This is an optimization exercise on Yosys and OpenROAD, whose aim is small area, a short achievable clock period and few clock cycles per item, not a production implementation. Function was checked by simulation only, so behaviour that the tests miss may differ from the original.

==> design/flow/constraint.sdc <==
create_clock -name core_clock -period 15.0 [get_ports {clk}]
set_input_delay 3.0000 -clock core_clock [delete_from_list [all_inputs] [get_ports {clk}]]
set_output_delay 3.0000 -clock core_clock [all_outputs]
set_load 0.01 [all_outputs]
==> design/flow/run.sh <==
#!/bin/bash
# synth_recipe.tcl (not shown) runs the flow's synth.tcl, then flattens the netlist and writes it again
# the make line also repeats each setting of config.mk as NAME=value (left out here)
make -C /OpenROAD-flow-scripts/flow DESIGN_CONFIG=/design/flow/config.mk WORK_HOME=/design/flow/orfs CLKGATE_MAP_FILE= SYNTH_SCRIPT=/design/flow/synth_recipe.tcl finish
==> design/flow/design.v <==
module qarea (
    input  wire        clk,
    input  wire        rst,
    input  wire        in_valid,
    output wire        in_ready,
    input  wire [33:0] in_h,
    input  wire [32:0] in_d,
    input  wire [33:0] in_dy,
    input  wire [32:0] in_ua,
    input  wire [32:0] in_ub,
    output reg         out_valid,
    output reg  [24:0] out_q,
    output reg         out_part
);
    localparam [2:0] S_IDLE  = 3'd0,
                     S_MUL   = 3'd1,
                     S_DIV   = 3'd2,
                     S_ROUND = 3'd3,
                     S_FLAT  = 3'd4;
    reg [2:0] state;
    reg [2:0] mstep;         
    reg [4:0] dcount;        
    reg signed [33:0] h;
    reg        [32:0] d;
    reg signed [33:0] dy;
    reg        [32:0] ua;
    reg        [32:0] ub;
    reg signed [67:0] base;      
    reg signed [67:0] ta;        
    reg signed [67:0] tb;        
    reg        [77:0] sq_hi;     
    reg        [77:0] sq_lo;     
    reg        [72:0] de;        
    reg        [65:0] dv;        
    reg        [38:0] clo_r;
    reg        [38:0] chi_r;
    reg        [39:0] e_r;
    reg [90:0] dividend;         
    reg [66:0] rem;
    reg [24:0] quo;
    assign in_ready = (state == S_IDLE);
    wire signed [68:0] na = base + ta;
    wire signed [68:0] nb = base + tb;
    wire signed [68:0] nlo = (na < nb) ? na : nb;
    wire signed [68:0] nhi = (na < nb) ? nb : na;
    wire signed [68:0] m   = $signed({30'd0, d, 6'd0});        
    wire        [38:0] clo = (nlo < 0) ? 39'd0 : (nlo > m) ? m[38:0] : nlo[38:0];
    wire        [38:0] chi = (nhi < 0) ? 39'd0 : (nhi > m) ? m[38:0] : nhi[38:0];
    wire signed [68:0] ehi = (nhi > m) ? (nhi - m) : 69'sd0;
    wire signed [68:0] elo = (nlo > m) ? (nlo - m) : 69'sd0;
    wire signed [68:0] ediff = ehi - elo;
    wire        [39:0] e = ediff[39:0];
    wire        [33:0] dy_abs = dy[33] ? (~dy + 34'd1) : dy;
    reg  signed [40:0] ma, mb;
    wire signed [81:0] mp = ma * mb;
    always @(*) begin
        case (mstep)
            3'd0:    begin ma = {{7{h[33]}}, h};   mb = {8'd0, d};            end
            3'd1:    begin ma = {8'd0, ua};        mb = {{7{dy[33]}}, dy};    end
            3'd2:    begin ma = {8'd0, ub};        mb = {{7{dy[33]}}, dy};    end
            3'd3:    begin ma = {8'd0, d};         mb = {7'd0, dy_abs};       end
            3'd4:    begin ma = {2'd0, chi_r};     mb = {2'd0, chi_r};        end
            3'd5:    begin ma = {2'd0, clo_r};     mb = {2'd0, clo_r};        end
            default: begin ma = {8'd0, d};         mb = {1'd0, e_r};          end   
        endcase
    end
    wire [79:0] num = {2'd0, sq_hi} - {2'd0, sq_lo} + {de, 7'd0};
    wire [32:0] wspan = ub - ua;
    wire [6:0]  hcl = h[33] ? 7'd0 : (h > 34'sd64) ? 7'd64 : h[6:0];
    wire [13:0] flat = hcl * wspan[6:0];
    wire [66:0] rem_sh = {rem[65:0], dividend[90]};
    wire [66:0] rem_sub = rem_sh - {1'b0, dv};
    wire        take = ~rem_sub[66];
    wire [67:0] rem2 = {rem, 1'b0};
    wire        up = (rem2 > {2'd0, dv}) || ((rem2 == {2'd0, dv}) && quo[0]);
    wire [24:0] q_round = quo + {24'd0, up};
    wire [24:0] full = {wspan[6:0], 18'd0};
    always @(posedge clk) begin
        if (rst) begin
            state     <= S_IDLE;
            out_valid <= 1'b0;
            mstep     <= 3'd0;
        end else begin
            out_valid <= 1'b0;
            case (state)
                S_IDLE: begin
                    if (in_valid) begin
                        h     <= in_h;
                        d     <= in_d;
                        dy    <= in_dy;
                        ua    <= in_ua;
                        ub    <= in_ub;
                        mstep <= 3'd0;
                        state <= (in_dy == 34'd0) ? S_FLAT : S_MUL;
                    end
                end
                S_MUL: begin
                    case (mstep)
                        3'd0: base  <= mp[67:0];
                        3'd1: ta    <= mp[67:0];
                        3'd2: tb    <= mp[67:0];
                        3'd3: begin
                            dv    <= mp[65:0];
                            clo_r <= clo;
                            chi_r <= chi;
                            e_r   <= e;
                        end
                        3'd4: sq_hi <= mp[77:0];
                        3'd5: sq_lo <= mp[77:0];
                        3'd6: de    <= mp[72:0];
                        default: ;   
                    endcase
                    if (mstep == 3'd7) begin
                        dividend <= {num, 11'd0};
                        rem      <= 67'd0;
                        quo      <= 25'd0;
                        dcount   <= 5'd0;
                        state    <= S_DIV;
                    end
                    mstep <= mstep + 3'd1;
                end
                S_DIV: begin
                    if (dcount == 5'd0) begin
                        rem      <= {1'b0, dividend[90:25]};
                        dividend <= {dividend[24:0], 66'd0};
                    end else begin
                        rem      <= take ? rem_sub : rem_sh;
                        dividend <= {dividend[89:0], 1'b0};
                        quo      <= {quo[23:0], take};
                    end
                    dcount <= dcount + 5'd1;
                    if (dcount == 5'd25) state <= S_ROUND;
                end
                S_ROUND: begin
                    out_q     <= q_round;
                    out_part  <= (q_round != 25'd0) && (q_round < full);
                    out_valid <= 1'b1;
                    state     <= S_IDLE;
                end
                default: begin   
                    out_q     <= {flat[12:0], 12'd0};
                    out_part  <= (hcl != 7'd0) && (hcl != 7'd64);
                    out_valid <= 1'b1;
                    state     <= S_IDLE;
                end
            endcase
        end
    end
endmodule
==> design/flow/config.mk <==
export PLATFORM = sky130hd
export DESIGN_NAME = qarea
export DESIGN_NICKNAME = qarea
export VERILOG_FILES = /design/flow/design.v
export SDC_FILE = /design/flow/constraint.sdc
export NUM_CORES = 4
export LEC_CHECK = 0
export CAP_MARGIN = 20
export CORE_MARGIN = 2
export CORE_UTILIZATION = 40
export PLACE_DENSITY = 0.6
export SLEW_MARGIN = 20
==> results.sh <==
export IMPL_status="timing/DRC/antenna clean"
export IMPL_rsz0062_at_grt="false"
export IMPL_wl_met1_mm=176
export IMPL_drv_cap=0
export IMPL_fin_setup_tns_ns=0
export IMPL_cts_buffer_depth=3
export IMPL_yosysSeqAreaShare_pct=24.2
export IMPL_synthArstFlopShare_pct=0
export IMPL_syn_to_final_growth_pct=9.36
export IMPL_yosysMostFrequentCell="inv_1"
export IMPL_slew_headroom_pct=10.7
export IMPL_cts_tree="yes"
export IMPL_syn_mean_instance_area_sq_um=9.49
export IMPL_grt_ovfl_total=0
export IMPL_top_layer="met5"
export IMPL_grt_max_degree=153
export IMPL_worst_clock_skew_ns=0.0724
export IMPL_layout_min_cycle_time_ns=14.11
export IMPL_ys_flop_type="edfxtp_1"
export IMPL_synth_xor_area_share_pct=4.09
export IMPL_syn_cell_area_sq_um=123000
export IMPL_cp_required_ns=15.48
export IMPL_slowest_stage="o21ai_1"
export IMPL_ctsHoldBuffers=0
export IMPL_first_pass_iters=8
export IMPL_dr_wl_met3_mm=42.4
export IMPL_layout_drive_gt1_share_pct=5.10
export IMPL_synthAdderAreaFrac_pct=36.8
export IMPL_min_delay_path_class="reg -> reg"
export IMPL_synth_yosys_warnings=1
export IMPL_wl_mm=421
export IMPL_root_buffer="clkbuf_16"
export IMPL_dp_final_hpwl_mm=339
export IMPL_clk_pin_slew_ns=0.06
export IMPL_port_buffers=197
export IMPL_cts_sinks=994
export IMPL_die_h_um=558
export IMPL_gp_routability_congestion=1.01
export IMPL_final_area_sq_um=134000
export IMPL_cts_buffers=109
export IMPL_clk_latency_ns=0.80
export IMPL_htreeDepth=3
export IMPL_grt_first_pass_wirelength_mm=628
export IMPL_synth_seq_cells=994
export IMPL_core_sq_um=306000
export IMPL_path_delay_family="compound AO/OA/AOI/OAI gates"
export IMPL_antenna_found_initial=28
export IMPL_synthCells=13000
export IMPL_drv_slew=0
export IMPL_final_nets=15700
export IMPL_synth_distinct_cells=97
export IMPL_critPathMaxFanout=51
export IMPL_critical_path_arrival_ns=14.59
export IMPL_max_stage_delay_ns=0.55
export IMPL_antenna_left=0
export IMPL_synth_commonest_cells="inv_1 (1921), nand2_1 (1789), fa_1 (1739), edfxtp_1 (987), nor2_1 (840)"
export IMPL_dpl_cell_area_sq_um=131000
export IMPL_fin_crit_sh_pct=94.1
export IMPL_grt_pass1_vias=97300
export IMPL_viasPerCell=5.63
export IMPL_synth_mux_area_share_pct=1.03
export IMPL_num_vias=96300
export IMPL_finalHoldViolCount=0
export IMPL_wl_met2_mm=181
export IMPL_synth_edf_count=987
export IMPL_worst_path_buf_inv=4
export IMPL_start_util_pct=40.2
export IMPL_synth_area_top_cells="fa_1 (28%), edfxtp_1 (24%), ha_1 (8.4%), inv_1 (5.9%), nand2_1 (5.5%)"
export IMPL_synth_compound_area_share_pct=12.7
export IMPL_drcViolationCount=0
export IMPL_finalSetupViolations=0
export IMPL_synthSimpleGateAreaFrac_pct=13.5
export IMPL_crit_type="reg -> reg"
export IMPL_num_rows=203
export IMPL_die_x_um=558
export IMPL_worst_pin_slew_ns=1.33
export IMPL_syn_nets=15700
export IMPL_yosys_area_top_type="fa_1"
export IMPL_endpoint_kind="flip-flop"
export IMPL_synth_top_family_by_area="adder cells"
export IMPL_grt_use_total_pct=27.0
export IMPL_ioPinCount=198
export IMPL_drt_initial_drc_count=9038
export IMPL_start_kind="flip-flop"
export IMPL_max_freq_ghz=0.0709
export IMPL_dieArea_sq_um=312000
export IMPL_synth_top_area_share_pct=28.3
export IMPL_wl_per_cell_um=24.6
[final timing paths]
kind | from | endpoint | slack (ns) | cells past startpoint
worst max-delay path | base[0] | e_r[38] | 0.89 | 54
worst min-delay path | dividend[53] | dividend[54] | 0.54 | 2
worst max register to register | base[0] | e_r[38] | 0.89 | 54
worst min register to register | dividend[53] | dividend[54] | 0.54 | 2
[layout by cell type (no fill, tap or decap), drive strengths merged, types with 89 or more instances in the layout]
cell and count:
o21ai 532, and2 141, xor2 206, nand2b 97, nand4 129, inv 1927
clkdlybuf4s50 197, nor2 840, xnor2 365, a22oi 89, ha 828, nor3 181
and3 104, nand3 172, nand2 1791, o21bai 97, a21o 363, fa 1739
a211oi 124, buf 261, a21oi 671, clkbuf 127, edfxtp 987
[tightest hold or removal path, cell delays in order (launching register included)]
cell,delay (ns)
edfxtp_1,0.35
nand2_1,0.05
o21ai_0,0.06
[what timing repair did]
action	in CTS	in global routing
endpoints found under the hold margin	0	0
setup buffers	0	1
setup endpoints to repair	0	7
gates resized for setup	0	18
[metal layers]
layer | vias to the layer above | GRT usage [%]
met5 | - | 0
met4 | 12 | 11.3
met3 | 774 | 6.99
met2 | 4136 | 41.0
met1 | 48600 | 36.6
li1 | 42800 | -
[area by class of cell]
| cell class | count | area [sq um] |
|---|---|---|
| Antenna cell | 13 | 32.5 |
| Clock buffer | 127 | 2800 |
| Clock inverter | 77 | 828 |
| Inverter | 1922 | 7210 |
| Tap cell | 4100 | 5130 |
| Timing Repair Buffer | 458 | 4050 |
| Fill cell | 29800 | 171000 |
| Sequential cell | 994 | 29800 |
| Multi-Input combinational cell | 9430 | 84600 |
[cell families after synthesis]
group                    Yosys count
AO/OA/AOI/OAI                   2427
XOR/XNOR                         572
adder cells (fa/ha/maj)         2568
buffers and inverters           2526
flip-flops                       994
multiplexers                     119
AND/OR/NAND/NOR                 3744
[through the flow]
step / hold WS [ns] / utilization (%) / cells / setup WS (ns)
after floorplan: 0.510 / - / 13000 / 3.23
after global placement: 0.531 / 42.7 / 16900 / 0.553
after detailed placement: 0.543 / 42.7 / 16900 / 0.461
after CTS: 0.544 / 43.9 / 17100 / 0.366
after global routing: 0.575 / 43.9 / 17100 / 0.0753
final: 0.538 / 44.0 / 17100 / 0.889
[flip-flops by register name, summed over array words and instances (netlist names), 34 cells and up]
name / count
dividend: 80
sq_hi: 78
sq_lo: 78
de: 73
base: 68
ta: 68
tb: 68
rem: 67
dv: 66
e_r: 40
chi_r: 39
clo_r: 39
dy: 34
h: 34
Testbench counts, summed over its fixed seeds: cycles 152,272, items 4,800.

[afterwards: timing with drivers on the ports]
No port has a modelled driver above. Below, the same layout with a new extraction and two added sets of constraints.
Step 1: set_driving_cell puts a clkbuf_16 on clk and a buf_2 on each other input, an assumption about the parent block.
Step 2 adds t to the input delays and takes it off the output delays; t is the mean of the earliest and latest rising clock arrival at the registers after step 1. Input paths then give back, and output paths get back, about the clock's delay inside the block.
Slacks: no drivers / after step 1 / after step 2; pairs: no drivers / after step 1.
t (ns): 0.853
setup WS [ns]: 0.889 / 0.889 / 0.889
worst register clock-pin slew, ns: 0.08 / 0.08
worst slew at a driven data input, ns: 0.10
After both steps setup and hold are still met in this run. For this run, drivers alone change the setup slack by 0.000 ns; drivers and shift together by 0.000 ns.
